Background: an optimization exercise with open tools, aiming at small area, a short achievable clock period and few clock cycles per item. Do not read the settings as production practice.
No functional check of the RTL was part of this run.
Power figures rest on the tool's default switching activity, not on a simulated workload.

==> flow/design.v <==
module adm_arb (
  input  wire          clk,
  input  wire          rst,
  input  wire          cfg_we,
  input  wire [5:0]    cfg_sess,
  input  wire [1:0]    cfg_class,
  input  wire [9:0]    cfg_quota,
  input  wire          st_we,
  input  wire [5:0]    st_sess,
  input  wire [39:0]   st_stamp,
  input  wire          start,
  input  wire          frame_first,
  input  wire [7:0]    die_slot,
  input  wire [511:0]  cand,
  output reg           ready,
  output reg           done,
  output reg  [7:0]    gnt_valid,
  output reg  [47:0]   gnt_sess
);
  localparam K = 4;    
  integer i, k, j;
  genvar g, u;
  function [2:0] pe8;
    input [7:0] x;
    reg [3:0] y;
    reg [1:0] z;
    begin
      pe8[2] = ~|x[3:0];
      y      = pe8[2] ? x[7:4] : x[3:0];
      pe8[1] = ~|y[1:0];
      z      = pe8[1] ? y[3:2] : y[1:0];
      pe8[0] = ~z[0];
    end
  endfunction
  function [5:0] pe64;
    input [63:0] x;
    reg [7:0] grp;
    reg [2:0] gi;
    reg [7:0] xs;
    integer n;
    begin
      for (n = 0; n < 8; n = n + 1)
        grp[n] = |x[8*n +: 8];
      gi = pe8(grp);
      xs = 8'd0;
      for (n = 0; n < 8; n = n + 1)
        if (gi == n) xs = x[8*n +: 8];
      pe64 = {gi, pe8(xs)};
    end
  endfunction
  function [6:0] rr_pick;
    input [63:0] req;
    input [5:0]  ptr;
    reg   [63:0] hi;
    begin
      hi = req & ({64{1'b1}} << ptr);
      rr_pick = {|req, pe64((|hi) ? hi : req)};
    end
  endfunction
  function [7:0] ffs8;
    input [7:0] x;
    integer n;
    reg below;
    begin
      below = 1'b0;
      for (n = 0; n < 8; n = n + 1) begin
        ffs8[n] = x[n] & ~below;
        below = below | x[n];
      end
    end
  endfunction
  function [5:0] enc64;
    input [63:0] x;
    integer n;
    begin
      enc64 = 6'd0;
      for (n = 0; n < 64; n = n + 1)
        if (x[n]) enc64 = enc64 | n[5:0];
    end
  endfunction
  reg [127:0]  sess_class;     
  reg [639:0]  sess_quota;     
  reg [2559:0] sess_stamp;     
  reg [639:0]  left;           
  reg [63:0]   alive;          
  reg [383:0]  rank;           
  reg [63:0]   written;        
  reg [47:0]   rr_normal;
  reg [47:0]   rr_bulk;
  wire [63:0] is_uh, is_n, is_b;
  wire [6:0]  key [0:63];      
  generate
    for (g = 0; g < 64; g = g + 1) begin : cls
      assign is_uh[g] = ~sess_class[2*g+1];
      assign is_n[g]  = sess_class[2*g +: 2] == 2'd2;
      assign is_b[g]  = sess_class[2*g +: 2] == 2'd3;
      assign key[g]   = {sess_class[2*g], rank[6*g +: 6]};
    end
  endgenerate
  reg        pv;         
  reg [5:0]  ps;
  reg [39:0] pst;
  reg [63:0] psel;       
  reg [63:0] plo;        
  always @(posedge clk) begin
    if (rst) pv <= 1'b0;
    else     pv <= st_we;
    if (st_we) begin
      ps  <= st_sess;
      pst <= st_stamp;
      for (k = 0; k < 64; k = k + 1) begin
        psel[k] <= st_sess == k;
        plo[k]  <= k < st_sess;
      end
    end
  end
  wire [63:0] beats;
  generate
    for (g = 0; g < 64; g = g + 1) begin : cmp
      wire lo  = plo[g];
      wire gt  = {sess_stamp[40*g +: 39], ~lo} > {pst[38:0], 1'b0};
      wire d39 = sess_stamp[40*g+39] ^ ~pst[39] ^ gt;
      assign beats[g] = written[g] & ~psel[g] & d39;
    end
  endgenerate
  reg [6:0] pcnt;
  reg [1:0] c2 [0:31];
  reg [2:0] c3 [0:15];
  reg [3:0] c4 [0:7];
  reg [4:0] c5 [0:3];
  reg [5:0] c6 [0:1];
  always @* begin
    for (k = 0; k < 32; k = k + 1) c2[k] = {1'b0, beats[2*k]} + {1'b0, beats[2*k+1]};
    for (k = 0; k < 16; k = k + 1) c3[k] = {1'b0, c2[2*k]} + {1'b0, c2[2*k+1]};
    for (k = 0; k < 8;  k = k + 1) c4[k] = {1'b0, c3[2*k]} + {1'b0, c3[2*k+1]};
    for (k = 0; k < 4;  k = k + 1) c5[k] = {1'b0, c4[2*k]} + {1'b0, c4[2*k+1]};
    for (k = 0; k < 2;  k = k + 1) c6[k] = {1'b0, c5[2*k]} + {1'b0, c5[2*k+1]};
    pcnt = {1'b0, c6[0]} + {1'b0, c6[1]};
  end
  reg [5:0] rank_ps;
  always @* begin
    rank_ps = 6'd0;
    for (k = 0; k < 64; k = k + 1)
      rank_ps = rank_ps | ({6{psel[k]}} & rank[6*k +: 6]);
  end
  reg          busy;
  reg [8*K-1:0] ch;           
  reg [K-1:0]  act;           
  reg [7:0]    todo;          
  reg [64*K-1:0] cr;          
  wire go   = ~busy & start;
  wire proc = busy & ~pv & ~pr;       
  wire [7:0]   src = go ? die_slot : todo;
  reg  [8*K-1:0] sel;
  reg  [7:0]   rest;
  always @* begin
    rest = src;
    for (j = 0; j < K; j = j + 1) begin
      sel[8*j +: 8] = ffs8(rest);
      rest = rest & ~sel[8*j +: 8];
    end
  end
  reg [64*K-1:0] nb;
  always @*
    for (k = 0; k < 64; k = k + 1)
      for (j = 0; j < K; j = j + 1)
        nb[64*j + k] = left[10*k +: 10] <= j + 1;
  wire [223:0] lbt = 224'd0;
  reg [447:0] keyf;
  always @*
    for (k = 0; k < 64; k = k + 1)
      keyf[7*k +: 7] = key[k];
  function [63:0] pick;
    input [63:0]  e;
    input [447:0] kf;    
    input [223:0] lo;
    reg [63:0] c;
    reg any;
    integer x, y;
    begin
      c = e;
      for (x = 6; x >= 0; x = x - 1) begin
        any = 1'b0;
        for (y = 0; y < 64; y = y + 1)
          any = any | (c[y] & ~kf[7*y + x]);
        for (y = 0; y < 64; y = y + 1)
          c[y] = c[y] & ~(any & kf[7*y + x]);
      end
      pick = c;
    end
  endfunction
  wire [63:0]  base = alive & is_uh;
  wire [63:0]  w   [0:K-1];     
  wire [K-1:0] uh;              
  wire [K-1:0] vld;
  wire [5:0]   sid [0:K-1];
  wire [6:0]   rn  [0:K-1];
  wire [6:0]   rb  [0:K-1];
  generate
    for (u = 0; u < K; u = u + 1) begin : unit
      wire [63:0] c = cr[64*u +: 64];
      wire [63:0] e = c & base;
      reg  [5:0]  pn, pb;
      integer m;
      always @* begin
        pn = 6'd0; pb = 6'd0;
        for (m = 0; m < 8; m = m + 1) begin
          pn = pn | ({6{ch[8*u+m]}} & rr_normal[6*m +: 6]);
          pb = pb | ({6{ch[8*u+m]}} & rr_bulk[6*m +: 6]);
        end
      end
      wire [63:0] cn = c & is_n;
      wire [63:0] cb = c & is_b;
      wire        hn = |cn;
      wire [6:0]  rp = rr_pick(hn ? cn : cb, hn ? pn : pb);
      assign w[u]   = pick(e, keyf, lbt);
      assign uh[u]  = |e;
      assign rn[u]  = {hn, rp[5:0]};
      assign rb[u]  = {~hn & rp[6], rp[5:0]};
      assign vld[u] = uh[u] | rp[6];
      assign sid[u] = uh[u] ? enc64(w[u]) : rp[5:0];
    end
  endgenerate
  reg [K-1:0]    conf, commit;
  reg [64*K-1:0] nn;            
  reg [63:0]     bec;
  reg            kill;
  always @* begin
    nn = {64*K{1'b0}};
    kill = 1'b0;
    for (j = 0; j < K; j = j + 1) begin
      bec = 64'd0;
      for (i = 0; i < K; i = i + 1)
        bec = bec | (nn[64*i +: 64] & nb[64*i +: 64]);
      conf[j]   = act[j] & |(w[j] & bec);
      kill      = kill | conf[j];
      commit[j] = act[j] & ~kill;
      for (i = K - 1; i > 0; i = i - 1)
        nn[64*i +: 64] = nn[64*i +: 64] | (nn[64*(i-1) +: 64] & {64{act[j]}} & w[j]);
      nn[63:0] = nn[63:0] | ({64{act[j]}} & w[j]);
    end
  end
  wire batch_done = ~kill;
  wire load       = go | (proc & batch_done);
  reg [64*K-1:0] tt;            
  reg [2:0]      tc [0:63];
  reg [63:0]     bec_now;
  always @* begin
    tt = {64*K{1'b0}};
    for (j = 0; j < K; j = j + 1) begin
      for (i = K - 1; i > 0; i = i - 1)
        tt[64*i +: 64] = tt[64*i +: 64] | (tt[64*(i-1) +: 64] & {64{commit[j]}} & w[j]);
      tt[63:0] = tt[63:0] | ({64{commit[j]}} & w[j]);
    end
    bec_now = 64'd0;
    for (i = 0; i < K; i = i + 1)
      bec_now = bec_now | (tt[64*i +: 64] & nb[64*i +: 64]);
    for (k = 0; k < 64; k = k + 1) begin
      tc[k] = 3'd0;
      for (i = 0; i < K; i = i + 1)
        tc[k] = tc[k] + {2'b00, tt[64*i + k]};
    end
  end
  wire [63:0] t1 = tt[63:0];
  reg [8*K-1:0] nsel;
  reg [64*K-1:0] ncr;
  always @* begin
    nsel = load ? sel : ch;
    ncr  = {64*K{1'b0}};
    for (j = 0; j < K; j = j + 1)
      for (k = 0; k < 8; k = k + 1)
        ncr[64*j +: 64] = ncr[64*j +: 64] | ({64{nsel[8*j+k]}} & cand[64*k +: 64]);
  end
  always @(posedge clk)
    cr <= ncr;
  wire frame_clear = go & frame_first;
  reg  need_rl, pr;
  wire rl_go  = go & (frame_first | need_rl);
  wire reload = (rl_go & ~cfg_we) | pr;
  always @(posedge clk) begin
    if (rst) begin
      need_rl <= 1'b1;
      pr      <= 1'b0;
    end else begin
      if (go) need_rl <= 1'b0;
      pr <= rl_go & cfg_we;
    end
  end
  generate
    for (g = 0; g < 64; g = g + 1) begin : sess
      wire [9:0] q    = sess_quota[10*g +: 10];
      wire [9:0] qe   = (q == 10'd0) ? 10'd1 : q;
      wire [5:0] r    = rank[6*g +: 6];
      wire       gt_r = r > rank_ps;
      always @(posedge clk) begin
        if (cfg_we && cfg_sess == g) begin
          sess_class[2*g +: 2]   <= cfg_class;
          sess_quota[10*g +: 10] <= cfg_quota;
        end
        if (st_we && st_sess == g)
          sess_stamp[40*g +: 40] <= st_stamp;
        if (reload)
          left[10*g +: 10] <= qe;
        else if (proc && t1[g])
          left[10*g +: 10] <= left[10*g +: 10] - {7'd0, tc[g]};
        if (rst || frame_clear)
          alive[g] <= 1'b1;
        else if (proc && bec_now[g])
          alive[g] <= 1'b0;
        if (rst)
          rank[6*g +: 6] <= g;
        else if (pv) begin
          if (psel[g])
            rank[6*g +: 6] <= pcnt[5:0];
          else if (!beats[g] && !gt_r)
            rank[6*g +: 6] <= r + 6'd1;
          else if (beats[g] && gt_r)
            rank[6*g +: 6] <= r - 6'd1;
        end
        if (rst)
          written[g] <= 1'b0;
        else if (pv && psel[g])
          written[g] <= 1'b1;
      end
    end
  endgenerate
  always @(posedge clk) begin
    if (rst) begin
      busy      <= 1'b0;
      ready     <= 1'b1;
      done      <= 1'b0;
      ch        <= {8*K{1'b0}};
      act       <= {K{1'b0}};
      todo      <= 8'd0;
      gnt_valid <= 8'd0;
      rr_normal <= 48'd0;
      rr_bulk   <= 48'd0;
    end else begin
      done <= 1'b0;
      if (load) begin
        ch   <= sel;
        todo <= rest;
        for (j = 0; j < K; j = j + 1)
          act[j] <= |sel[8*j +: 8];
      end else if (proc)
        act <= act & ~commit;
      if (go) begin
        gnt_valid <= 8'd0;
        if (die_slot == 8'd0)
          done <= 1'b1;
        else begin
          busy  <= 1'b1;
          ready <= 1'b0;
        end
      end else if (proc) begin
        for (j = 0; j < K; j = j + 1)
          for (k = 0; k < 8; k = k + 1)
            if (commit[j] && ch[8*j+k]) begin
              gnt_valid[k] <= vld[j];
              if (!uh[j] && rn[j][6])
                rr_normal[6*k +: 6] <= rn[j][5:0] + 6'd1;
              else if (!uh[j] && rb[j][6])
                rr_bulk[6*k +: 6] <= rb[j][5:0] + 6'd1;
            end
        if (batch_done && todo == 8'd0) begin
          busy  <= 1'b0;
          ready <= 1'b1;
          done  <= 1'b1;
        end
      end
    end
  end
  always @(posedge clk) begin
    if (proc)
      for (j = 0; j < K; j = j + 1)
        for (k = 0; k < 8; k = k + 1)
          if (commit[j] && ch[8*j+k])
            gnt_sess[6*k +: 6] <= sid[j];
  end
endmodule
==> flow/flow/run.sh <==
#!/bin/bash
# Standard layout, with repair_timing asked for extra setup slack so that
# the design is sized for a shorter period than the clock constraint.
# Each tool's full output is in orfs/logs/; make's output is in flow_make.log.
set -euo pipefail
bash standard.sh SETUP_SLACK_MARGIN=26 TNS_END_PERCENT=5 finish > flow_make.log 2>&1
==> flow/standard.sh <==
#!/bin/bash
# synth_recipe.tcl (not shown) runs the flow's synth.tcl, then flattens the netlist and writes it again
# the make line also repeats each setting of config.mk as NAME=value (left out here)
make -C /OpenROAD-flow-scripts/flow DESIGN_CONFIG=/design/flow/config.mk WORK_HOME=/design/flow/orfs CLKGATE_MAP_FILE= SYNTH_SCRIPT=/design/flow/synth_recipe.tcl "${@:-finish}"
==> flow/config.mk <==
export PLATFORM = sky130hd
export DESIGN_NAME = adm_arb
export DESIGN_NICKNAME = adm_arb
export VERILOG_FILES = /design/flow/design.v
export SDC_FILE = /design/flow/constraint.sdc
export NUM_CORES = 8
export LEC_CHECK = 0
export CAP_MARGIN = 60
export CORE_MARGIN = 2
export CORE_UTILIZATION = 40
export PLACE_DENSITY = 0.55
export SLEW_MARGIN = 75
==> flow/constraint.sdc <==
create_clock -name core_clock -period 36.0 [get_ports {clk}]
set_input_delay 7.2000 -clock core_clock [delete_from_list [all_inputs] [get_ports {clk}]]
set_output_delay 7.2000 -clock core_clock [all_outputs]
set_load 0.01 [all_outputs]
==> run notes <==
-- per-stage QoR --
step           cell area [um^2]    util  setup WS (ns)  hold WS (ns)  power [uW]
3_5_place_dp             476700  0.5075          14.06        0.4368       16780
4_1_cts                  509100  0.5419          19.64        0.4464       24230
3_3_place_gp             417500  0.4444          11.01        0.4273       15140
2_1_floorplan            379300       -          23.13        0.4186       10240
-- how the worst max path moves through the flow --
stage / slack, ns / cells after the start / endpoint
detailed placement: 14.06 / 83 / left[307]
floorplan: 23.13 / 58 / left[627]
global placement: 11.01 / 58 / left[418]
CTS: 19.64 / 90 / left[37]
-- per-layer routing --
| layer | GRT overflow | global-route usage |
|---|---|---|
| met1 | 19960 | 0.9942 |
| met2 | 26130 | 1.031 |
| met3 | 11060 | 0.9232 |
| met4 | 8070 | 0.8272 |
| met5 | 1196 | 0.7696 |
-- Yosys cell counts, types with 241 or more instances --
master        n  share of area
clkbuf_1   2052          0.020
nand3_1     783          0.010
nor2_1     2415          0.024
a211oi_1    648          0.013
a221oi_1    547          0.013
a31oi_1     266         0.0044
nor3_1     1035          0.014
a211o_1     300         0.0070
nand2b_1    693          0.011
xnor2_1     728          0.017
a22o_1      340         0.0079
xor2_1      249         0.0058
a21o_1     1158          0.023
or4_1       243         0.0048
o22ai_1     447         0.0074
o211ai_1    343         0.0068
o21ai_0    2326          0.031
nand4_1    1129          0.019
nor2b_1     592         0.0098
nand3b_1    517          0.010
inv_1      1209          0.012
a222oi_1    316         0.0084
ha_1       3343           0.11
edfxtp_1   4183           0.33
a2111oi_0   388         0.0090
nor4_1      645          0.011
buf_1       247         0.0025
or2_2       271         0.0045
buf_2       282         0.0037
dfxtp_1     918          0.049
a22oi_1     775          0.015
nand2_1    3247          0.032
fa_1        438          0.023
mux2i_1     241         0.0064
or3_1       247         0.0041
o32ai_1     241         0.0056
a21oi_1    2729          0.036
-- power groups by stage --
stage	Combinational, uW	Sequential (uW)	Clock, uW
after floorplan	3320	6920	0
after detailed placement	9670	7110	0
after global placement	8050	7100	0
after CTS	10800	6990	6380
-- repair_timing --
| action | in CTS |
|---|---|
| cloned | 84 |
| pin swaps | 460 |
| gates resized for setup | 1321 |
| hold buffers | 0 |
| setup endpoints to repair | 2227 |
| buffers inserted | 638 |
-- logic make-up after synthesis --
kind of cell | after synthesis | share of synthesized area
adder cells (fa/ha/maj) | 3842 | 0.1358
AO/OA/AOI/OAI | 12800 | 0.2334
multiplexers | 364 | 0.01007
flip-flops | 5101 | 0.3819
AND/OR/NAND/NOR | 12830 | 0.1766
buffers and inverters | 3846 | 0.03957
XOR/XNOR | 977 | 0.02269
==> run notes <==
outcome aborted with a tool error; Exit stage 5_1_grt; Run Error [ERROR GRT-0116] Global routing finished with congestion. Check the congestion regions in the DRC Viewer.; Placement Rows 356; GP Congestion 1.421; Port Buffers 647; Unique masters post-synth 117; Top FF cell, synth edfxtp_1; clock sinks roughly 5,000; Syn Area/Cell 9.484 um^2; Mapped Area 377,000 um^2; Initial Util 0.4014; clk root buf clkbuf_16; first-pass GRT wire length just over 6000 mm; post-detail-place hpwl 2830 mm; Cells after DPL 55,930; Synth Net Count approximately 44,000; Vert. Die Dim 974.9 um; largest net degree at the start of global routing 73; sequential share of the synthesized area 0.3819; CTS Buf Count 602; FF+latch count, synth between 5,000 and 6,000; number of synthesized flops with an enable pin between 4,000 and 5,000; boundary pin count 648; Die Width 974.9 um; post-synthesis async set-or-reset flop share 0; GRT Total Usage 0.9605; gate count after technology mapping 39,760; vias in the first global route 537,800; synth warn 7; remaining global-route overflow 66,410; Max H-tree Level 6; clk buf depth 5
